Background: an optimization exercise with open tools, aiming at small area, a short achievable clock period and few clock cycles per item. Do not read the settings as production practice.
In this exercise RTL edits were held to simulation tests only and were not proved equivalent to the original.
No activity file was given, so power comes from the tool's default toggle rates.

## run.sh

```bash
#!/bin/bash
# synth_recipe.tcl (not shown) runs the flow's synth.tcl, then flattens the netlist and writes it again
# the make line also repeats each setting of config.mk as NAME=value (left out here)
make -C /OpenROAD-flow-scripts/flow DESIGN_CONFIG=/design/flow/config.mk WORK_HOME=/design/flow/orfs CLKGATE_MAP_FILE= SYNTH_SCRIPT=/design/flow/synth_recipe.tcl finish
```

## config.mk

```make
export PLATFORM = sky130hd
export DESIGN_NAME = t4_block_enc
export DESIGN_NICKNAME = t4_block_enc
export VERILOG_FILES = /design/flow/design.v
export SDC_FILE = /design/flow/constraint.sdc
export NUM_CORES = 4
export LEC_CHECK = 0
export CAP_MARGIN = 60
export CORE_MARGIN = 2
export CORE_UTILIZATION = 40
export PLACE_DENSITY = 0.6
export SLEW_MARGIN = 60
```

## constraint.sdc

```tcl
create_clock -name core_clock -period 14.0 [get_ports {clk}]
set_input_delay 2.8000 -clock core_clock [delete_from_list [all_inputs] [get_ports {clk}]]
set_output_delay 2.8000 -clock core_clock [all_outputs]
set_load 0.01 [all_outputs]
```

## design.v

```verilog
module t4_block_enc (
    input  wire         clk,
    input  wire         rst,           
    input  wire         in_valid,
    output wire         in_ready,
    input  wire [63:0]  in_data,       
    input  wire         in_sat,        
    output wire         out_valid,
    input  wire         out_ready,
    output wire [15:0]  out_header,    
    output wire [127:0] out_codes,     
    output wire         out_flush,     
    output wire [5:0]   out_clipped    
);
    function [69:0] padd;
        input [69:0] a;
        input [69:0] b;
        input        c;
        reg   [69:0] g, pp;
        integer      lv, bi;
        begin
            g = a & b;
            pp = a ^ b;
            g[0] = g[0] | (pp[0] & c);
            for (lv = 0; lv < 7; lv = lv + 1)
                for (bi = 69; bi >= 0; bi = bi - 1)
                    if (bi[lv]) begin
                        g[bi]  = g[bi]  | (pp[bi] & g[((bi >> lv) << lv) - 1]);
                        pp[bi] = pp[bi] & pp[((bi >> lv) << lv) - 1];
                    end
            padd = (a ^ b) ^ {g[68:0], c};
        end
    endfunction
    function [5:0] ceils;
        input [4:0] m;
        input       st;
        input [2:0] sh;
        begin
            if (sh >= 3'd5) ceils = {5'd0, (|m) | st};
            else ceils = {1'b0, m >> sh} + {5'd0, st | (|(m & ~(5'h1f << sh)))};
        end
    endfunction
    function [6:0] magf;
        input [10:0] ent;     
        input [5:0]  km1;     
        reg signed [7:0] t;
        reg [4:0] w;
        begin
            t = $signed({2'b00, ent[9:4]}) - $signed({2'b00, km1});
            if (t < 0) w = 5'd0;
            else w = {1'b1, ent[3:0]} >> (3'd4 - t[2:0]);
            magf = {t >= 5, ent[10], {1'b0, w[4:1]} + {4'd0, w[0]}};
        end
    endfunction
    function [4:0] codeq;
        input [6:0] qq;
        input [3:0] zz;
        reg signed [6:0] raw;
        begin
            if (qq[6]) begin
                codeq = {1'b1, qq[5] ? 4'd0 : 4'd15};
            end else begin
                raw = qq[5] ? ($signed({3'b000, zz}) - $signed({2'b00, qq[4:0]}))
                            : ($signed({3'b000, zz}) + $signed({2'b00, qq[4:0]}));
                if (raw < 0)       codeq = {1'b1, 4'd0};
                else if (raw > 15) codeq = {1'b1, 4'd15};
                else               codeq = {1'b0, raw[3:0]};
            end
        end
    endfunction
    reg         in_ready_q;
    reg  [4:0]  cnt;             
    reg         big_acc;         
    reg  [2:0]  bigstall;        
    reg         pend;            
    reg         sweeping;
    reg         wv, yv, xv;      
    reg         out_valid_q;
    reg         kz_ready;
    wire take   = in_valid & in_ready_q;
    wire x_big  = ~((&in_data[63:49]) | ~(|in_data[63:49]));
    wire blk_end = take & (cnt == 5'd31);
    reg  [63:0] x0;
    reg         v0, f0, l0, s0, bg0;
    always @(posedge clk) begin
        x0  <= in_data;
        s0  <= in_sat;
        f0  <= (cnt == 5'd0);
        l0  <= (cnt == 5'd31);
        bg0 <= big_acc | x_big;
        v0  <= take & ~rst;
    end
    reg  [65:0] V;               
    reg  [69:0] L;               
    reg  [2:0]  dstep;           
    reg  [4:0]  dq;              
    reg         smark;
    reg         blk_smark;
    reg         blk_big;
    wire        neg0 = x0[63];
    wire        gtV  = $signed(x0) > $signed({1'b0, V[62:0]});
    wire        ltL  = $signed(x0) < $signed(L[63:0]);
    wire [2:0]  dstep_n = rst ? 3'd0 :
                          (dstep != 3'd0) ? ((dstep == 3'd7) ? 3'd0 : dstep + 3'd1) :
                          (v0 & l0 & bg0) ? 3'd1 : 3'd0;
    reg         s_d1, s_d2, s_dn;
    always @(posedge clk) begin
        s_d1  <= (dstep_n == 3'd1);
        s_d2  <= (dstep_n == 3'd2);
        s_dn  <= (dstep_n >= 3'd3);
    end
    wire [69:0] Vx  = {{4{V[65]}}, V};
    reg         s_sg;
    wire [69:0] v8s = {Vx[66:0], 3'd0};                      
    wire [69:0] dsv  = padd(L, ~Vx, 1'b1);                  
    wire [69:0] dsp  = padd(L, ~v8s, 1'b1);                 
    wire [69:0] dsm  = padd(L, v8s, 1'b0);                  
    wire [69:0] dsum = s_sg ? dsp : dsm;
    wire [69:0] d15  = padd(L, ~{L[65:0], 4'd0}, 1'b1);
    always @(posedge clk) begin
        dstep <= dstep_n;
        if (s_d1) V <= dsv[65:0];
        if (s_d2) L <= d15;
        if (s_dn) begin
            L  <= {dsum[68:0], 1'b0};
            dq <= {dq[3:0], ~dsum[69]};
        end
        s_sg <= s_dn & dsum[69];
        if (v0 && dstep == 3'd0) begin
            if (f0) begin
                V <= neg0 ? 66'd0 : {3'b000, x0[62:0]};
                L <= neg0 ? {{6{1'b1}}, x0} : 70'd0;
            end else begin
                if (gtV) V <= {3'b000, x0[62:0]};
                if (ltL) L <= {{6{x0[63]}}, x0};
            end
        end
        if (v0) begin
            smark <= f0 ? s0 : (smark | s0);
            if (l0) begin
                blk_smark <= f0 ? s0 : (smark | s0);
                blk_big   <= bg0;
            end
        end
    end
    wire [62:0] ya   = x0[62:0] ^ {63{neg0}};
    wire        nz32 = ~|ya[62:31];
    wire        nz16 = nz32 ? ~|ya[30:15] : ~|ya[62:47];
    reg  [20:0] na2t;            
    always @* begin
        case ({nz32, nz16})
        2'b00:   na2t = ya[62:42];
        2'b01:   na2t = ya[46:26];
        2'b10:   na2t = ya[30:10];
        default: na2t = {ya[14:0], {6{neg0}}};
        endcase
    end
    reg  [20:0] nb;              
    reg         nbo, nba;        
    reg  [1:0]  nbz;
    reg         ndn;             
    reg  [5:0]  nlo;             
    reg         neg1, v1, f1, l1;
    always @(posedge clk) begin
        nb   <= na2t;
        case ({nz32, nz16})
        2'b00: begin nbo <= |ya[41:0]; nba <= &ya[41:0]; end
        2'b01: begin nbo <= |ya[25:0]; nba <= &ya[25:0]; end
        2'b10: begin nbo <= |ya[9:0];  nba <= &ya[9:0];  end
        default: begin nbo <= 1'b0;    nba <= 1'b1;      end
        endcase
        nbz  <= {nz32, nz16};
        ndn  <= ~|ya[62:5];
        nlo  <= {1'b0, ya[4:0]} + {5'd0, neg0};
        neg1 <= neg0;
        f1   <= f0;
        l1   <= l0;
        v1   <= v0 & ~rst;
    end
    wire        nz8  = ~|nb[20:13];
    wire        nz4  = nz8 ? ~|nb[12:9] : ~|nb[20:17];
    reg  [20:0] nc4;             
    always @* begin
        case ({nz8, nz4})
        2'b00:   nc4 = nb;
        2'b01:   nc4 = {nb[16:0], {4{neg1}}};
        2'b10:   nc4 = {nb[12:0], {8{neg1}}};
        default: nc4 = {nb[8:0], {12{neg1}}};
        endcase
    end
    wire        nz2  = ~|nc4[20:19];
    wire        nz1  = nz2 ? ~nc4[18] : ~nc4[20];
    reg  [20:0] nc6;             
    always @* begin
        case ({nz2, nz1})
        2'b00:   nc6 = nc4;
        2'b01:   nc6 = {nc4[19:0], neg1};
        2'b10:   nc6 = {nc4[18:0], {2{neg1}}};
        default: nc6 = {nc4[17:0], {3{neg1}}};
        endcase
    end
    wire [5:0]  fpy  = 6'd62 - {nbz, nz8, nz4, nz2, nz1};
    reg  [5:0]  fpy2, fpy2p;
    reg  [4:0]  wy2;
    reg         bor2, band2, ndn2;
    reg  [5:0]  nlo2;
    reg         neg2, v2, f2, l2;
    always @(posedge clk) begin
        fpy2  <= fpy;
        fpy2p <= fpy + 6'd1;
        wy2   <= nc6[20:16];
        bor2  <= (|nc6[15:0]) | nbo;
        band2 <= (&nc6[15:0]) & nba;
        ndn2  <= ndn;
        nlo2  <= nlo;
        neg2  <= neg1;
        f2    <= f1;
        l2    <= l1;
        v2    <= v1 & ~rst;
    end
    wire        cy   = neg2 & band2;
    wire [5:0]  wy1  = {1'b0, wy2} + {5'd0, cy};
    reg  [5:0]  p2;
    reg  [4:0]  m2;
    reg         st2;
    always @* begin
        if (ndn2) begin
            p2  = nlo2[5] ? 6'd5 : 6'd4;
            m2  = nlo2[5] ? 5'd16 : nlo2[4:0];
            st2 = 1'b0;
        end else if (wy1[5]) begin
            p2  = fpy2p;
            m2  = 5'd16;
            st2 = 1'b0;
        end else begin
            p2  = fpy2;
            m2  = wy1[4:0];
            st2 = neg2 ? ~band2 : bor2;
        end
    end
    reg  [11:0] FP, FN;          
    reg  [5:0]  PM;              
    wire [11:0] fcur = {p2, m2, st2};
    wire [11:0] fzero = {6'd4, 5'd0, 1'b0};
    reg         lk1;
    always @(posedge clk) begin
        if (v2) begin
            if (f2) begin
                FP <= neg2 ? fzero : fcur;
                FN <= neg2 ? fcur : fzero;
            end else begin
                if (!neg2 && fcur > FP) FP <= fcur;
                if ( neg2 && fcur > FN) FN <= fcur;
            end
            if (f2 || p2 > PM) PM <= p2;
        end
        lk1 <= v2 & l2 & ~rst;
    end
    wire [10:0] ent2 = {neg2, (p2 >= 6'd8) ? p2 : 6'd0, m2[3:0]};
    reg  [10:0] ed1, ed2, ed3, ed4;
    reg         vd1, vd2, vd3, vd4;
    reg  [4:0]  wcnt;
    reg  [10:0] bufm [0:31];
    always @(posedge clk) begin
        ed1 <= ent2;
        ed2 <= ed1;
        ed3 <= ed2;
        ed4 <= ed3;
        vd1 <= v2 & ~rst;
        vd2 <= vd1 & ~rst;
        vd3 <= vd2 & ~rst;
        vd4 <= vd3 & ~rst;
        if (rst) wcnt <= 5'd0;
        else if (vd4) wcnt <= wcnt + 5'd1;
        if (vd4) bufm[wcnt] <= ed4;
    end
    wire [5:0]  pP = FP[11:6], pN = FN[11:6];
    wire [4:0]  mP = FP[5:1],  mN = FN[5:1];
    wire        sP = FP[0],    sN = FN[0];
    wire [5:0]  pm = PM;
    wire        smallk = (pm <= 6'd12);
    wire [5:0]  kb = smallk ? 6'd8 : (pm - 6'd3);
    wire [6:0]  shPw = smallk ? (7'd12 - {1'b0, pP}) : ({1'b0, pm} + 7'd1 - {1'b0, pP});
    wire [6:0]  shNw = smallk ? (7'd12 - {1'b0, pN}) : ({1'b0, pm} + 7'd1 - {1'b0, pN});
    reg  [2:0]  shPa, shNa;
    reg  [4:0]  mPa, mNa;
    reg         sPa, sNa;
    reg  [5:0]  kba;
    reg         smalla, zblka, allza, lk1b;
    always @(posedge clk) begin
        shPa   <= (shPw >= 7'd5) ? 3'd5 : shPw[2:0];
        shNa   <= (shNw >= 7'd5) ? 3'd5 : shNw[2:0];
        mPa    <= mP;
        mNa    <= mN;
        sPa    <= sP;
        sNa    <= sN;
        kba    <= kb;
        smalla <= smallk;
        zblka  <= (pP <= 6'd7) && (pN <= 6'd7);
        allza  <= (mP == 5'd0) && (mN == 5'd0);
        lk1b   <= lk1 & ~rst;
    end
    reg  [5:0]  c_pb, c_nb;
    reg  [5:0]  kbr;
    reg         smallr, zblk, allz, lk2;
    always @(posedge clk) begin
        c_pb   <= ceils(mPa, sPa, shPa);
        c_nb   <= ceils(mNa, sNa, shNa);
        kbr    <= kba;
        smallr <= smalla;
        zblk   <= zblka;
        allz   <= allza;
        lk2    <= lk1b & ~rst;
    end
    wire [5:0]  c_p1 = (c_pb + 6'd1) >> 1, c_n1 = (c_nb + 6'd1) >> 1;
    wire [5:0]  c_p2 = (c_p1 + 6'd1) >> 1, c_n2 = (c_n1 + 6'd1) >> 1;
    wire [5:0]  c_p3 = (c_p2 + 6'd1) >> 1, c_n3 = (c_n2 + 6'd1) >> 1;
    wire [5:0]  a_p0 = smallr ? c_p1 : c_pb, a_n0 = smallr ? c_n1 : c_nb;
    wire [5:0]  a_p1 = smallr ? c_p2 : c_p1, a_n1 = smallr ? c_n2 : c_n1;
    wire [5:0]  a_p2 = smallr ? c_p3 : c_p2, a_n2 = smallr ? c_n3 : c_n2;
    wire [5:0]  k0r  = smallr ? 6'd9 : kbr;
    wire        c8ok = ({1'b0, c_pb} + {1'b0, c_nb}) <= 7'd15;
    wire        fit0 = ({1'b0, a_p0} + {1'b0, a_n0}) <= 7'd15;
    wire        fit1 = ({1'b0, a_p1} + {1'b0, a_n1}) <= 7'd15;
    wire [5:0]  ksel = fit0 ? k0r : (fit1 ? k0r + 6'd1 : k0r + 6'd2);
    wire [3:0]  cps  = fit0 ? a_p0[3:0] : (fit1 ? a_p1[3:0] : a_p2[3:0]);
    wire [3:0]  cns  = fit0 ? a_n0[3:0] : (fit1 ? a_n1[3:0] : a_n2[3:0]);
    reg  [5:0]  kselr;
    reg  [3:0]  cpsr, cnsr;
    reg         smallk3, c8ok3, zblk3, allz3, lk3;
    always @(posedge clk) begin
        kselr   <= ksel;
        cpsr    <= cps;
        cnsr    <= cns;
        smallk3 <= smallr;
        c8ok3   <= c8ok;
        zblk3   <= zblk;
        allz3   <= allz;
        lk3     <= lk2 & ~rst;
    end
    wire [3:0]  zfit = cnsr + ((4'd15 - cpsr - cnsr) >> 1);
    wire        ksat = kselr > 6'd47;
    reg  [5:0]  d_km1;
    reg  [3:0]  d_z;
    reg  [5:0]  d_eb;
    reg         d_zero, d_flush, d_sat, d_satz;
    wire        sweep_start = kz_ready & ~sweeping & ~wv & ~yv & ~xv & ~out_valid_q;
    reg         ddone;
    always @(posedge clk) ddone <= ~rst & (dstep == 3'd7);
    wire [3:0]  zsat = dq[4:1] + {3'd0, dq[0]};
    always @(posedge clk) begin
        if (rst) begin
            kz_ready <= 1'b0;
        end else begin
            if (lk3) begin
                d_zero  <= zblk3;
                d_flush <= zblk3 ? ~allz3 : (smallk3 && (kselr == 6'd9) && c8ok3);
                d_km1   <= ksat ? 6'd46 : (kselr - 6'd1);
                d_eb    <= zblk3 ? 6'b100000 : (ksat ? 6'd7 : (kselr - 6'd40));
                d_z     <= zblk3 ? 4'd0 : zfit;
                d_satz  <= ksat & ~zblk3;
                d_sat   <= ksat | blk_smark;
                if (!blk_big) kz_ready <= 1'b1;
            end else if (ddone) begin
                if (d_satz) d_z <= zsat;
                kz_ready <= 1'b1;
            end else if (sweep_start) begin
                kz_ready <= 1'b0;
            end
        end
    end
    reg  [3:0]   sp;
    reg  [127:0] codes;
    reg  [5:0]   clipped;
    reg  [5:0]   h_eb;
    reg  [3:0]   h_z;
    reg          h_sat, h_flush;
    reg  [10:0]  ra, rb;
    reg  [3:0]   wsp, ysp;
    reg          wf, wl, yf, yl;
    reg  [6:0]   qa, qb;             
    reg  [1:0]   cl;
    reg          xf, xl;
    wire         act = sweeping | sweep_start;
    wire [6:0]   qa_n = magf(ra, d_km1);
    wire [6:0]   qb_n = magf(rb, d_km1);
    wire [4:0]   ca  = codeq(qa, d_z);
    wire [4:0]   cb  = codeq(qb, d_z);
    always @(posedge clk) begin
        ra  <= bufm[{sp, 1'b0}];
        rb  <= bufm[{sp, 1'b1}];
        wsp <= sp;
        wf  <= sweep_start;
        wl  <= (sp == 4'd15);
        qa  <= qa_n;
        qb  <= qb_n;
        ysp <= wsp;
        yf  <= wf;
        yl  <= wl;
        if (yv) codes[{ysp, 3'b000} +: 8] <= {cb[3:0], ca[3:0]};
        cl  <= {cb[4], ca[4]};
        xf  <= yf;
        xl  <= yl;
        if (xv) clipped <= (xf ? 6'd0 : clipped) + {5'd0, cl[0]} + {5'd0, cl[1]};
    end
    always @(posedge clk) begin
        if (rst) begin
            sweeping    <= 1'b0;
            out_valid_q <= 1'b0;
            sp          <= 4'd0;
            wv          <= 1'b0;
            yv          <= 1'b0;
            xv          <= 1'b0;
        end else begin
            wv <= act;
            yv <= wv;
            xv <= yv;
            if (act) begin
                sp       <= sp + 4'd1;
                sweeping <= (sp != 4'd15);
            end
            if (xv && xl) out_valid_q <= 1'b1;
            if (sweep_start) begin
                h_eb    <= d_eb;
                h_z     <= d_z;
                h_sat   <= d_sat;
                h_flush <= d_flush;
            end
            if (out_valid_q && out_ready) out_valid_q <= 1'b0;
        end
    end
    wire [4:0] cnt_n   = take ? cnt + 5'd1 : cnt;
    wire       pend_n  = (pend & ~sweep_start) | blk_end;
    wire       rbusy_n = act | wv | yv | (out_valid_q & ~out_ready) | (xv & xl);
    wire [2:0] bs_n    = (blk_end & (big_acc | x_big)) ? 3'd7 :
                         (bigstall != 3'd0 ? bigstall - 3'd1 : 3'd0);
    always @(posedge clk) begin
        if (rst) begin
            cnt        <= 5'd0;
            big_acc    <= 1'b0;
            bigstall   <= 3'd0;
            pend       <= 1'b0;
            in_ready_q <= 1'b1;
        end else begin
            cnt        <= cnt_n;
            if (take) big_acc <= (cnt == 5'd31) ? 1'b0 : (big_acc | x_big);
            bigstall   <= bs_n;
            pend       <= pend_n;
            in_ready_q <= ~((cnt_n == 5'd0) & pend_n & rbusy_n) & (bs_n == 3'd0);
        end
    end
    assign in_ready    = in_ready_q;
    assign out_valid   = out_valid_q;
    assign out_header  = {4'b0000, h_sat, 1'b0, h_z, h_eb};
    assign out_codes   = codes;
    assign out_flush   = h_flush;
    assign out_clipped = clipped;
endmodule
```

==> results.txt, run 1 <==
status timing/DRC/antenna clean; first-pass detailed-route iteration total 6; IO Pins 222; crit path from L[16]; kind of critical path reg -> reg; most frequent cells in the layout ha_1, edfxtp_1, dfxtp_1; CP endpoint kind flip-flop; H-Tree Level Count 3; Req. time, crit path 14.62 ns; post-CTS setup buffer count 0; Total GRT Usage 23.75%; Hold Vio Cnt, Final 0; f_max 0.2098 GHz; Max FO, Critical Path 11; Finished Cell Area 70850 µm²; Setup TNS 0 ns; drc violations 0; unrepaired setup endpoints after global routing no; Post-Place Cells 7983; Clock Path Buffers 3; Pwr Density 198.2 nW/µm²; Top FF cell, synth edfxtp_1; Post-Syn Area 61340 µm²; clock-pin slew on the worst setup and hold paths 0.07 ns; max_cap viols 0; Initial Util 40.33%; Final Max Slew Viols 0; peak supply drop 0.1363 mV; via count 48100; post-CTS sizing 0; Placed Instance Area 66560 µm²; Rel. slew slack 57.28%; worst-margin pin slew 0.6400 ns; Tmin final 4.766 ns; worst hold path type reg -> reg; number of synthesized flops with an enable pin 555; clock sinks 1030; Core ar. 152100 µm²; most common cell after layout, fill and taps aside ha_1; Synth cell types 105; Iter 0 DRT Violations 4435; ys async rst share 0%; root buffer cell clkbuf_16; Fill cells 14030; setup violators final 0; launch point of the worst reg-to-reg path L[16]; Synth warnings 1; # rows 143; CP Data Arrival Time 5.39 ns; initial antenna violation count 3; clock skew 0.06780 ns; hold_sp ed1[9]; CTS tree yes; CTS Buf Count 114; Mapped Cells 5886; Seq cells post-synth 1030; height of the chip 395.6 µm; largest net degree at the start of global routing 69; routability cong. 0.9427; DR vias/cell 5.859; LEAKAGE 27.16 nW; R2R cell count 14; non-filler cells, final 8210; Post-DP HPWL 139700 µm; overall power 14.04 mW; hold buffers post-CTS 0; worst hold path cell count 0; I/O Buffers 216; share of cells above drive strength 1 11.56%; Tcrit/Tclk final 34.05%; crit start category flip-flop; die width 395.6 µm; first-pass GRT wire length 287400 µm; Overflow after GRT 0; antenna viol nets, final 0; Mean Syn Cell Area 10.42 µm²; # nets final 6837; final wirelength 191200 µm; Layout area overhead 15.50%; Routed WL per cell 23.29 µm; worst-skew pair later-pin latency 0.77 ns; register area share after synthesis 42.67%; Die Area 156500 µm²; vias in the first global route 46310
-- path summary, 6_finish.rpt --
kind / slack (ns) / end
worst min-delay path: 0.31 / ed2[9]
worst max-delay path: 9.23 / L[63]
worst max register to register: 9.23 / L[63]
worst min register to register: 0.31 / ed2[9]
-- synth_stat cells, types with 73 or more instances --
cell | instances | area, µm²
nand2_1 | 378 | 1419
edfxtp_1 | 555 | 16670
a21oi_1 | 402 | 2012
a21o_1 | 127 | 953.4
xor2_1 | 73 | 639.4
nor2_1 | 427 | 1603
o21ai_0 | 274 | 1371
mux4_2 | 111 | 2500
xnor2_1 | 147 | 1287
nor3_1 | 143 | 715.7
o22ai_1 | 111 | 694.4
mux2_2 | 105 | 1182
inv_1 | 331 | 1242
nand3_1 | 107 | 535.5
mux2i_1 | 105 | 1051
clkbuf_1 | 204 | 765.7
dfxtp_1 | 475 | 9509
ha_1 | 653 | 8170
-- per-layer routing --
| layer | wire length, µm | global-route usage, % |
|---|---|---|
| met1 | 82660 | 31.71 |
| met2 | 87040 | 38.27 |
| met3 | 13650 | 4.040 |
| met4 | 7881 | 9.506 |
| met5 | 0 | 0 |
-- logic make-up after synthesis --
logic type / Yosys count / synth area share [%]
muxes: 321 / 7.716
buffers and inverters: 596 / 3.712
and+or+nand+nor: 1511 / 11.82
other: 2 / 0.01224
xor gates and xnor gates: 220 / 3.141
AOI/OAI and AO/OA: 1517 / 16.43
DFF: 1030 / 42.67
adders and majority gates: 689 / 14.49
-- power breakdown --
group	switching, mW	total (mW)	internal, mW
Combinational	4.26	6.99	2.72
Clock	1.34	3.15	1.81
Sequential	0.443	3.90	3.46
Total	6.04	14.0	8.00
-- worst max-delay path, cell delays in order, from the launching register on --
cell and delay (ns):
dfxtp_1 0.61, inv_1 0.24, ha_1 0.25, a21o_1 0.19, a21o_1 0.18, a2111oi_0 0.37
o21ai_0 0.16, a21oi_1 0.32, o211ai_1 0.17, a31oi_2 0.47, mux2_2 0.64, nor2_1 0.33
buf_4 0.29, nor2_2 0.13, a221oi_1 0.29
-- layout make-up --
| cell class | instances | area [µm²] | area share [%] |
|---|---|---|---|
| clock buffer | 149 | 3304 | 4.664 |
| antenna | 1 | 2.502 | 0.003532 |
| tap | 2030 | 2540 | 3.585 |
| timing repair buffer | 333 | 3329 | 4.699 |
| inverter | 336 | 1265 | 1.785 |
| clock inverter | 67 | 718.2 | 1.014 |
| multi-input combinational | 4264 | 33440 | 47.19 |
| sequential | 1030 | 26260 | 37.06 |
-- stage by stage --
stage	utilization, %	setup WS (ns)	hold slack (ns)
after floorplan	-	9.304	0.3096
after global placement	43.27	9.261	0.3101
after detailed placement	43.77	9.289	0.3120
after CTS	46.41	9.257	0.2991
after global routing	46.59	8.946	0.2989
final	46.59	9.234	0.3061
-- flip-flops by register name, indices dropped and copies added, names as in the netlist, 7 cells and up --
name and count:
nb 21, ed1 11, FN 12, qa 7, FP 12, L 70
V 66, rb 11, x0 64, qb 7, ed4 11, ed2 11
ed3 11, codes 128, bufm 352, ra 11
Testbench counts, summed over its fixed seeds: cycles 17,449, items 512.
==> inputs of run 2 (changes only) <==
--- a/config.mk
+++ b/config.mk
@@ -7,3 +7,3 @@
 export LEC_CHECK = 0
-export CAP_MARGIN = 60
+export CAP_MARGIN = 70
 export CORE_MARGIN = 2
@@ -11,2 +11,2 @@
 export PLACE_DENSITY = 0.6
-export SLEW_MARGIN = 60
+export SLEW_MARGIN = 70
==> run 2 against run 1 <==
- still clean
- final area up 1.5%
- area after synthesis did not move
- die area unchanged
- synthesized cell count unchanged
- sequential cell count did not move
- first-iteration DRC count grew 5.0%
- clock skew grew 0.030 ns
- utilization up 0.71 points
- combinational power increased by 2.9%
- global-route usage about the same
- largest cell class unchanged
==> results.txt, run 2 <==
CP Data Arrival Time 1.93 ns (was 5.39 ns); Pwr Density 197.1 nW/µm² (was 198.2 nW/µm²); post-CTS sizing 0 (unchanged); max reg flops 352 (unchanged); hold buffers post-CTS 0 (unchanged); Post-Syn Area 61340 µm² (unchanged); Synth cell types 105 (unchanged); slowest stage delay, CP 0.61 ns (was 0.64 ns); IO Pins 222 (unchanged); P_sw 6.107 mW (was 6.045 mW); reg-to-reg endpoint L[61] (was L[63]); CTS tree yes (unchanged); Synth warnings 1 (unchanged); vias in the first global route 46640 (was 46310); WP buf/inv 1 (was 2); most frequent cells in the layout ha_1, edfxtp_1, dfxtp_1 (unchanged); H-Tree Level Count 3 (unchanged); final wirelength 191600 µm (was 191200 µm); Pint 8.067 mW (was 7.996 mW); die width 395.6 µm (unchanged); Mapped Cells 5886 (unchanged); Final Max Slew Viols 0 (unchanged); status timing/DRC/antenna clean (unchanged); Core ar. 152100 µm² (unchanged); dominant cell type by area after synthesis edfxtp_1 (unchanged); CP endpoint kind output port (was flip-flop); Seq cells post-synth 1030 (unchanged); largest net degree at the start of global routing 69 (unchanged); Tcrit/Tclk final 33.75% (was 34.05%); antenna viol nets, final 0 (unchanged); Post-synth top cells ha_1, edfxtp_1, dfxtp_1, nor2_1, a21oi_1 (unchanged); Post-Place Cells 8021 (was 7983); top flop regs bufm x352, codes x128, L x70 (unchanged); I/O Buffers 216 (unchanged); launch point of the worst reg-to-reg path V[1] (was L[16]); first-pass detailed-route iteration total 6 (unchanged); CTS Buf Count 113 (was 114); clock-pin slew on the worst setup and hold paths 0.06 ns (was 0.07 ns); R2R setup slack 9.42 ns (was 9.23 ns); peak supply drop 0.1399 mV (was 0.1363 mV); slowest stage cell, crit path clkdlybuf4s50_1 (was mux2_2); Mean Syn Cell Area 10.42 µm² (unchanged); ys async rst share 0% (unchanged); Post-DP HPWL 141600 µm (was 139700 µm); LEAKAGE 27.46 nW (was 27.16 nW); Max FO, Critical Path 4 (was 11); max_cap viols 0 (unchanged); # nets final 6878 (was 6837); setup violators final 0 (unchanged); area of the multi-input gates 33990 µm² (was 33440 µm²); Top Family by Delay on Critical Path buffers and inverters (was compound AO/OA/AOI/OAI gates); hold_sp yl (was ed1[9]); most common cell after layout, fill and taps aside ha_1 (unchanged); post-CTS setup buffer count 0 (unchanged); f_max 0.2116 GHz (was 0.2098 GHz); number of synthesized flops with an enable pin 555 (unchanged); Routed WL per cell 23.21 µm (was 23.29 µm); initial antenna violation count 4 (was 3); sw frac 43.09% (was 43.05%); R2R cell count 17 (was 14); Die Area 156500 µm² (unchanged); FF/Latch Area 26290 µm² (was 26260 µm²); Overflow after GRT 0 (unchanged); clock sinks 1030 (unchanged); Clock power frac 21.8% (was 22.4%); root buffer cell clkbuf_16 (unchanged); final core area utilization 47.29% (was 46.59%); Layout area overhead 17.26% (was 15.50%); clock skew 0.09810 ns (was 0.06780 ns); height of the chip 395.6 µm (unchanged); worst-margin pin slew 0.5348 ns (was 0.6400 ns); Largest Register bufm (unchanged); drc violations 0 (unchanged); Initial Util 40.33% (unchanged); first-pass GRT wire length 288200 µm (was 287400 µm); WHS 0.2926 ns (was 0.3061 ns); Total GRT Usage 23.73% (was 23.75%); Top FF cell, synth edfxtp_1 (unchanged); share of cells above drive strength 1 13.38% (was 11.56%); crit start category flip-flop (unchanged); unrepaired setup endpoints after global routing no (unchanged); Comb pwr share 50.7% (was 49.8%); CP Cell Sequence clkdlybuf4s50_1 (was inv_1 > ha_1 > a21o_1 > a21o_1 > a2111oi_0 > o21ai_0 > a21oi_1 > o211ai_1 > a31oi_2 > mux2_2 > nor2_1 > buf_4 > nor2_2 > a221oi_1); worst hold path cell count 0 (unchanged); Iter 0 DRT Violations 4656 (was 4435); # rows 143 (unchanged); Placed Instance Area 67620 µm² (was 66560 µm²); top-count cell post-synth ha_1 (unchanged); top post-synthesis cells by area edfxtp_1, dfxtp_1, ha_1, mux4_2, a21oi_1 (unchanged); Finished Cell Area 71930 µm² (was 70850 µm²); worst hold path type reg -> reg (unchanged); Flop pwr share 27.5% (was 27.8%); Hold Vio Cnt, Final 0 (unchanged); Setup TNS 0 ns (unchanged); routability cong. 0.9427 (unchanged); Tmin final 4.725 ns (was 4.766 ns); Rel. slew slack 64.22% (was 57.28%); worst-skew pair later-pin latency 0.78 ns (was 0.77 ns); hold-critical path endpoint xl (was ed2[9]); register area share after synthesis 42.67% (unchanged); top cell type's share of synthesized area 27.17% (unchanged); non-filler cells, final 8254 (was 8210); kind of critical path reg -> out (was reg -> reg); Req. time, crit path 11.20 ns (was 14.62 ns); DR vias/cell 5.848 (was 5.859); Fill cells 13960 (was 14030); Clock Path Buffers 3 (unchanged); via count 48270 (was 48100)
[run 2: cell counts after synthesis]
Identical to the previous run, type by type.
[run 2: layer usage]
| layer | vias to the layer above | share of wire (%) | track usage [%] |
|---|---|---|---|
| met5 | - | 0.0068 | 0 |
| met2 | 1817 | 46 | 38.40 |
| li1 | 22500 | - | - |
| met1 | 23560 | 43 | 31.98 |
| met3 | 401 | 6.9 | 3.621 |
| met4 | 2 | 3.8 | 9.078 |
[run 2: cells by family after synthesis]
group                    Yosys count  share of synthesized area [%]
AO/OA/AOI/OAI                   1517                          16.43
XOR/XNOR                         220                          3.141
adder cells (fa/ha/maj)          689                          14.49
buffers and inverters            596                          3.712
flip-flops                      1030                          42.67
multiplexers                     321                          7.716
other                              2                        0.01224
AND/OR/NAND/NOR                 1511                          11.82
[run 2: final cells by class]
class | count | share of cell area, %
Multi-Input combinational cell | 4264 | 47.25
Inverter | 336 | 1.764
Clock buffer | 171 | 4.603
Clock inverter | 44 | 0.8211
Antenna cell | 4 | 0.01392
Timing Repair Buffer | 375 | 5.464
Tap cell | 2030 | 3.531
Sequential cell | 1030 | 36.55
[run 2: power groups by stage]
stage / Combinational [mW] / Sequential [mW] / Clock (mW)
after floorplan: 4.93 / 3.75 / 0
after global placement: 6.60 / 3.96 / 0
after detailed placement: 6.89 / 3.96 / 0
after CTS: 6.95 / 3.89 / 3.14
after global routing: 7.80 / 3.94 / 3.26
final: 7.19 / 3.90 / 3.08
[run 2: per-stage QoR]
step | total power, mW | worst slack [ns]
finish | 14.17 | 9.275
global route | 15.00 | 9.189
CTS | 13.99 | 9.202
detailed placement | 10.85 | 9.273
global placement | 10.55 | 9.261
floorplan | 8.680 | 9.304
[run 2: worst max-delay path by stage]
stage           startpoint          to  cells after the start
3_5_place_dp   in_data[52]  in_ready_q                      6
2_1_floorplan       x0[63]      nb[10]                      9
4_1_cts        out_valid_q   out_valid                      1
5_1_grt               V[1]       L[63]                     17
6_report       out_valid_q   out_valid                      1
3_3_place_gp         L[16]       L[57]                     14
==> inputs of run 3 (changes only) <==
--- a/config.mk
+++ b/config.mk
@@ -11,2 +11,2 @@
 export PLACE_DENSITY = 0.6
-export SLEW_MARGIN = 70
+export SLEW_MARGIN = 75
==> run 3 against run 2 <==
- first-iteration DRC count fell by 4.4%
- critical path depth rose by 20
- power rose by 1.1%
- cell count rose by 0.85%
- largest cell class unchanged
- utilization rose by 0.81 points
- sequential power barely moved
- area after synthesis did not move
- die area did not move
==> results.txt, run 3 <==
status timing/DRC/antenna clean (unchanged); first-pass GRT wire length 290800 µm (was 288200 µm); root buffer cell clkbuf_16 (unchanged); Req. time, crit path 14.60 ns (was 11.20 ns); R2R setup slack 9.12 ns (was 9.42 ns); f_max 0.2049 GHz (was 0.2116 GHz); via count 48800 (was 48270); ys async rst share 0% (unchanged); die width 395.6 µm (unchanged); Tmin final 4.881 ns (was 4.725 ns); Initial Util 40.33% (unchanged); clock skew 0.03424 ns (was 0.09810 ns); # nets final 6957 (was 6878); drc violations 0 (unchanged); Mean Syn Cell Area 10.42 µm² (unchanged); Total GRT Usage 23.93% (was 23.73%); diode count 0 (was 4); kind of critical path reg -> reg (was reg -> out); Synth cell types 105 (unchanged); max reg flops 352 (unchanged); Post-synth top cells ha_1, edfxtp_1, dfxtp_1, nor2_1, a21oi_1 (unchanged); register area share after synthesis 42.67% (unchanged); # rows 143 (unchanged); height of the chip 395.6 µm (unchanged); initial antenna violation count 3 (was 4); Post-DP HPWL 144900 µm (was 141600 µm); CTS tree yes (unchanged); Seq cells post-synth 1030 (unchanged); peak supply drop 0.1272 mV (was 0.1399 mV); unrepaired setup endpoints after global routing no (unchanged); H-Tree Level Count 3 (unchanged); dominant cell type by area after synthesis edfxtp_1 (unchanged); largest net degree at the start of global routing 50 (was 69); Clock Path Buffers 3 (unchanged); DR vias/cell 5.862 (was 5.848); top post-synthesis cells by area edfxtp_1, dfxtp_1, ha_1, mux4_2, a21oi_1 (unchanged); Overflow after GRT 0 (unchanged); share of cells above drive strength 1 15.86% (was 13.38%); IO Pins 222 (unchanged); Largest Register bufm (unchanged); clock-pin slew on the worst setup and hold paths 0.07 ns (was 0.06 ns); Layout area overhead 19.28% (was 17.26%); hold buffers post-CTS 0 (unchanged); Max FO, Critical Path 5 (was 4); top cell type's share of synthesized area 27.17% (unchanged); vias in the first global route 47050 (was 46640); slowest stage cell, crit path dfxtp_1 (was clkdlybuf4s50_1); crit start category flip-flop (unchanged); I/O Buffers 216 (unchanged); LEAKAGE 27.92 nW (was 27.46 nW); Final Max Slew Viols 0 (unchanged); CTS Buf Count 113 (unchanged); Hold Vio Cnt, Final 0 (unchanged); most frequent cells in the layout ha_1, edfxtp_1, dfxtp_1 (unchanged); Pwr Density 195.9 nW/µm² (was 197.1 nW/µm²); Core ar. 152100 µm² (unchanged); post-CTS setup buffer count 0 (unchanged); clock sinks 1030 (unchanged); top flop regs bufm x352, codes x128, L x70 (unchanged); post-CTS sizing 0 (unchanged); most common cell after layout, fill and taps aside ha_1 (unchanged); CP Data Arrival Time 5.49 ns (was 1.93 ns); first-pass detailed-route iteration total 6 (unchanged); Iter 0 DRT Violations 4449 (was 4656); Top FF cell, synth edfxtp_1 (unchanged); CP Cell Sequence inv_1 > ha_1 > nor2b_1 > o311ai_4 > clkbuf_2 > o211ai_4 > o31ai_4 > buf_2 > o211ai_4 > buf_2 > buf_4 > buf_2 > a2111oi_4 > buf_1 > buf_2 > o31ai_4 > clkbuf_2 > a211oi_1 > o311a_1 > o32ai_1 > nand3_1 (was clkdlybuf4s50_1); Tcrit/Tclk final 34.86% (was 33.75%); Routed WL per cell 23.16 µm (was 23.21 µm); Die Area 156500 µm² (unchanged); Synth warnings 1 (unchanged); final wirelength 192800 µm (was 191600 µm); Fill cells 13860 (was 13960); WHS 0.3222 ns (was 0.2926 ns); max_cap viols 0 (unchanged); CP endpoint kind flip-flop (was output port); Mapped Cells 5886 (unchanged); Post-Syn Area 61340 µm² (unchanged); top-count cell post-synth ha_1 (unchanged); CP dominant cell by count buf_2; Setup TNS 0 ns (unchanged); antenna viol nets, final 0 (unchanged); worst-skew pair later-pin latency 0.74 ns (was 0.78 ns); slowest stage delay, CP 0.47 ns (was 0.61 ns); WP buf/inv 9 (was 1); number of synthesized flops with an enable pin 555 (unchanged); setup violators final 0 (unchanged); worst hold path type reg -> reg (unchanged); Top Family by Delay on Critical Path compound AO/OA/AOI/OAI gates (was buffers and inverters); routability cong. 0.9427 (unchanged)
==> run 3: cell types whose count changed in the layout (fill, tap and decap cells not counted), sizes merged, moves of 2 or more <==
cell and delta:
diode -4, bufinv -2, clkdlybuf4s50 +3, clkinv +24, buf +76, inv -5, clkbuf -21
==> run 3: path summary, 6_finish.rpt <==
kind	from	endpoint	depth (start not counted)
min reg2reg	nlo[3]	nlo2[3]	0
max	V[1]	L[61]	21
min	nlo[3]	nlo2[3]	0
max reg2reg	V[1]	L[61]	21
==> run 3: cell type report <==
cell class | instances | area, µm² | area share [%]
clock buffers | 150 | 3070 | 4.197
inverters | 336 | 1271 | 1.737
well taps | 2030 | 2540 | 3.471
flip-flops and latches | 1030 | 26340 | 36.00
multi-input cells | 4264 | 34700 | 47.42
clock inverters | 60 | 565.5 | 0.7730
repair buffers | 454 | 4687 | 6.406
==> run 3: cells by family after synthesis <==
logic type	count (synthesis)	synth area share [%]
AO/OA/AOI/OAI	1517	16.43
XOR/XNOR	220	3.141
adder cells (fa/ha/maj)	689	14.49
buffers and inverters	596	3.712
flip-flops	1030	42.67
multiplexers	321	7.716
other	2	0.01224
AND/OR/NAND/NOR	1511	11.82
==> run 3: per-layer routing <==
| metal | track usage, % | wire length, µm | vias to the layer above |
|---|---|---|---|
| met5 | 0 | 0 | - |
| met3 | 3.871 | 13800 | 443 |
| li1 | - | - | 22620 |
| met4 | 9.594 | 8276 | 0 |
| met2 | 38.37 | 87690 | 1945 |
| met1 | 32.24 | 83020 | 23790 |
==> run 3: where the power goes <==
| group | switching (mW) | total [mW] | internal [mW] |
|---|---|---|---|
| Combinational | 4.54 | 7.51 | 2.98 |
| Clock | 1.29 | 2.93 | 1.64 |
| Sequential | 0.421 | 3.89 | 3.47 |
==> run 3: stage by stage <==
step | instances | power, mW | setup WS (ns) | instance area [µm²] | util (%)
3_3_place_gp | 7962 | 10.55 | 9.261 | 65810 | 43.27
2_1_floorplan | 5890 | 8.680 | 9.304 | 61360 | -
4_1_cts | 8308 | 14.04 | 9.263 | 72510 | 47.68
5_1_grt | 8324 | 15.16 | 8.906 | 73170 | 48.11
6_report | 8324 | 14.33 | 9.119 | 73170 | 48.11
3_5_place_dp | 8098 | 11.07 | 9.281 | 68880 | 45.29
==> inputs of run 4 (changes only) <==
--- a/config.mk
+++ b/config.mk
@@ -7,3 +7,3 @@
 export LEC_CHECK = 0
-export CAP_MARGIN = 70
+export CAP_MARGIN = 45
 export CORE_MARGIN = 2
@@ -11,2 +11,2 @@
 export PLACE_DENSITY = 0.6
-export SLEW_MARGIN = 75
+export SLEW_MARGIN = 45
==> run 4 against run 3 <==
- synthesized cell count stayed put
- via count is 1.5% lower
- still clean on timing, DRC and antenna
- highest routed layer unchanged
- register-to-register slack worse by 0.05 ns
- utilization is 2.1 points lower
- clock power is 7.8% higher
- routed wire length is 1.0% lower
- die area stayed put
- fmax is 1.0% lower
- clock skew is 0.036 ns higher
- sequential power hardly changed
- sequential cell count stayed put
- combinational power is 8.5% lower
==> results.txt, run 4 <==
# rows 143 (unchanged); ys async rst share 0% (unchanged); crit start category flip-flop (unchanged); hold buffers post-CTS 0 (unchanged); Max FO, Critical Path 11 (was 5); Hold Vio Cnt, Final 0 (unchanged); R2R cell count 14 (was 21); Synth cell types 105 (unchanged); top post-synthesis cells by area edfxtp_1, dfxtp_1, ha_1, mux4_2, a21oi_1 (unchanged); unrepaired setup endpoints after global routing no (unchanged); # nets final 6811 (was 6957); number of synthesized flops with an enable pin 555 (unchanged); initial antenna violation count 5 (was 3); dominant cell type by area after synthesis edfxtp_1 (unchanged); Post-DP HPWL 138600 µm (was 144900 µm); antenna viol nets, final 0 (unchanged); routability cong. 0.9427 (unchanged); Synth warnings 1 (unchanged); f_max 0.2028 GHz (was 0.2049 GHz); Seq cells post-synth 1030 (unchanged); crit path from L[16] (was V[1]); drc violations 0 (unchanged); Mean Syn Cell Area 10.42 µm² (unchanged); clock sinks 1030 (unchanged); CP endpoint kind flip-flop (unchanged); Initial Util 40.33% (unchanged); Mapped Cells 5886 (unchanged); peak supply drop 0.1544 mV (was 0.1272 mV); slowest stage delay, CP 0.67 ns (was 0.47 ns); Setup TNS 0 ns (unchanged); CP Cell Sequence inv_1 > ha_1 > a21o_1 > a21o_1 > a2111oi_0 > o21ai_0 > a21oi_1 > o211ai_1 > a31oi_2 > mux2_2 > nor2_1 > buf_4 > nor2_1 > a221oi_1 (was inv_1 > ha_1 > nor2b_1 > o311ai_4 > clkbuf_2 > o211ai_4 > o31ai_4 > buf_2 > o211ai_4 > buf_2 > buf_4 > buf_2 > a2111oi_4 > buf_1 > buf_2 > o31ai_4 > clkbuf_2 > a211oi_1 > o311a_1 > o32ai_1 > nand3_1); Pwr Density 199.0 nW/µm² (was 195.9 nW/µm²); Routed WL per cell 23.33 µm (was 23.16 µm); Post-synth top cells ha_1, edfxtp_1, dfxtp_1, nor2_1, a21oi_1 (unchanged); first-pass detailed-route iteration total 6 (unchanged); Tmin final 4.930 ns (was 4.881 ns); clock-pin slew on the worst setup and hold paths 0.06 ns (was 0.07 ns); top flop regs bufm x352, codes x128, L x70 (unchanged); I/O Buffers 216 (unchanged); vias in the first global route 46030 (was 47050); Die Area 156500 µm² (unchanged); final wirelength 190800 µm (was 192800 µm); height of the chip 395.6 µm (unchanged); Overflow after GRT 0 (unchanged); CTS Buf Count 114 (was 113); Top FF cell, synth edfxtp_1 (unchanged); H-Tree Level Count 3 (unchanged); hold_sp ed2[4] (was nlo[3]); Top Family by Delay on Critical Path compound AO/OA/AOI/OAI gates (unchanged); Clock Path Buffers 3 (unchanged); Final Max Slew Viols 0 (unchanged); via count 48080 (was 48800); worst hold path cell count 0 (unchanged); post-CTS setup buffer count 0 (unchanged); die width 395.6 µm (unchanged); Largest Register bufm (unchanged); most frequent cells in the layout ha_1, edfxtp_1, dfxtp_1 (unchanged); Layout area overhead 14.14% (was 19.28%); final core area utilization 46.04% (was 48.11%); setup violators final 0 (unchanged); max reg flops 352 (unchanged); top-count cell post-synth ha_1 (unchanged); kind of critical path reg -> reg (unchanged); Post-Syn Area 61340 µm² (unchanged); Iter 0 DRT Violations 4828 (was 4449); slowest stage cell, crit path mux2_2 (was dfxtp_1); top cell type's share of synthesized area 27.17% (unchanged); instance count on the critical path 14 (was 21); launch point of the worst reg-to-reg path L[16] (was V[1]); share of cells above drive strength 1 10.25% (was 15.86%); Rel. slew slack 41.94%; first-pass GRT wire length 286100 µm (was 290800 µm); Core ar. 152100 µm² (unchanged); register area share after synthesis 42.67% (unchanged); IO Pins 222 (unchanged); worst hold path type reg -> reg (unchanged); DR vias/cell 5.878 (was 5.862); WP buf/inv 2 (was 9); Req. time, crit path 14.57 ns (was 14.60 ns); root buffer cell clkbuf_16 (unchanged); post-CTS sizing 0 (unchanged); max_cap viols 0 (unchanged); LEAKAGE 26.85 nW (was 27.92 nW); largest net degree at the start of global routing 72 (was 50); Tcrit/Tclk final 35.21% (was 34.86%); CP Data Arrival Time 5.50 ns (was 5.49 ns); worst-margin pin slew 0.8709 ns; Total GRT Usage 23.65% (was 23.93%); clock skew 0.07056 ns (was 0.03424 ns); worst-skew pair later-pin latency 0.78 ns (was 0.74 ns); CTS tree yes (unchanged); most common cell after layout, fill and taps aside ha_1 (unchanged); status timing/DRC/antenna clean (unchanged)
run 4: cell count changes in the layout (fill, tap and decap cells not counted), sizes merged, moves of 3 or more:
| cell | before | now |
|---|---|---|
| buf | 223 | 92 |
| clkdlybuf4s15 | 3 | 0 |
| bufinv | 5 | 12 |
| clkdlybuf4s50 | 221 | 215 |
| clkinv | 55 | 38 |
| inv | 332 | 338 |
run 4: layer usage:
layer / vias to the layer above / wire [µm] / share of wire [%] / global-route usage [%]
met5: - / 0 / 0 / 0
met4: 0 / 8371 / 4.4 / 10.01
met3: 460 / 13660 / 7.2 / 3.428
met2: 1988 / 85960 / 45 / 37.77
met1: 23310 / 82850 / 43 / 32.05
li1: 22320 / - / - / -
run 4: logic make-up (layout without fill, tap and decap cells):
group,after synthesis,after routing,synth area share (%)
compound gates,1517,1517,16.43
simple gates,1511,1511,11.82
flops,1030,1030,42.67
fa+ha+maj,689,689,14.49
buf+inv,596,855,3.712
mux,321,321,7.716
xor+xnor,220,220,3.141
other cells,2,7,0.01224
run 4: worst paths after layout:
| check | endpoint | slack (ns) |
|---|---|---|
| worst max-delay path | L[57] | 9.07 |
| worst min-delay path | ed3[4] | 0.31 |
| worst min register to register | ed3[4] | 0.31 |
| worst max register to register | L[57] | 9.07 |
run 4: per-stage QoR:
step | std cells | setup slack, ns | hold WS, ns | power, mW | instance area (µm²)
final | 8180 | 9.070 | 0.3051 | 13.94 | 70020
after global routing | 8179 | 8.857 | 0.3178 | 14.76 | 70020
after CTS | 8178 | 9.198 | 0.3007 | 13.80 | 69970
after detailed placement | 7966 | 9.211 | 0.3120 | 10.60 | 65980
after global placement | 7962 | 9.261 | 0.3101 | 10.55 | 65810
after floorplan | 5890 | 9.304 | 0.3096 | 8.680 | 61360
run 4: power by group:
part / switching (mW) / internal, mW
clock network: 1.32 / 1.84
registers: 0.452 / 3.46
logic: 4.20 / 2.67
run 4: cell type report:
cell class | instances | area, µm²
tap | 2030 | 2540
fill | 14180 | 82070
multi-input combinational | 4264 | 33120
timing repair buffer | 307 | 2884
inverter | 336 | 1262
antenna | 1 | 2.502
clock buffer | 154 | 3194
clock inverter | 58 | 793.3
sequential | 1030 | 26220

what the ideal ports hide:
In the flow no input, the clock included, has a driving cell. The finished layouts below were timed again as built, in two steps.
Step 1 assumes that a clkbuf_16 drives the clock port and a buf_2 every other input.
Step 2 also shifts input and output timing later by t, the mid clock arrival at the registers, as if the neighbouring blocks saw the same clock.
Three values: ideal, step 1, step 2; two values: the first two.
| run | t, ns | slack for setup (ns) | worst setup path at the end | cell pins on the clock port's net |
|---|---|---|---|---|
| run 1 | 0.819 | 9.234 / 9.212 / 9.213 | input to register | 1 |
| run 2 | 0.808 | 9.275 / 9.197 / 9.224 | input to register | 1 |
| run 3 | 0.808 | 9.119 / 9.119 / 9.119 | register to register | 1 |
| run 4 | 0.826 | 9.070 / 9.070 / 9.070 | register to register | 1 |
After both steps setup and hold are still met in every run listed. For run 2, which loses most, drivers alone change the setup slack by -0.078 ns; drivers and shift together by -0.051 ns.
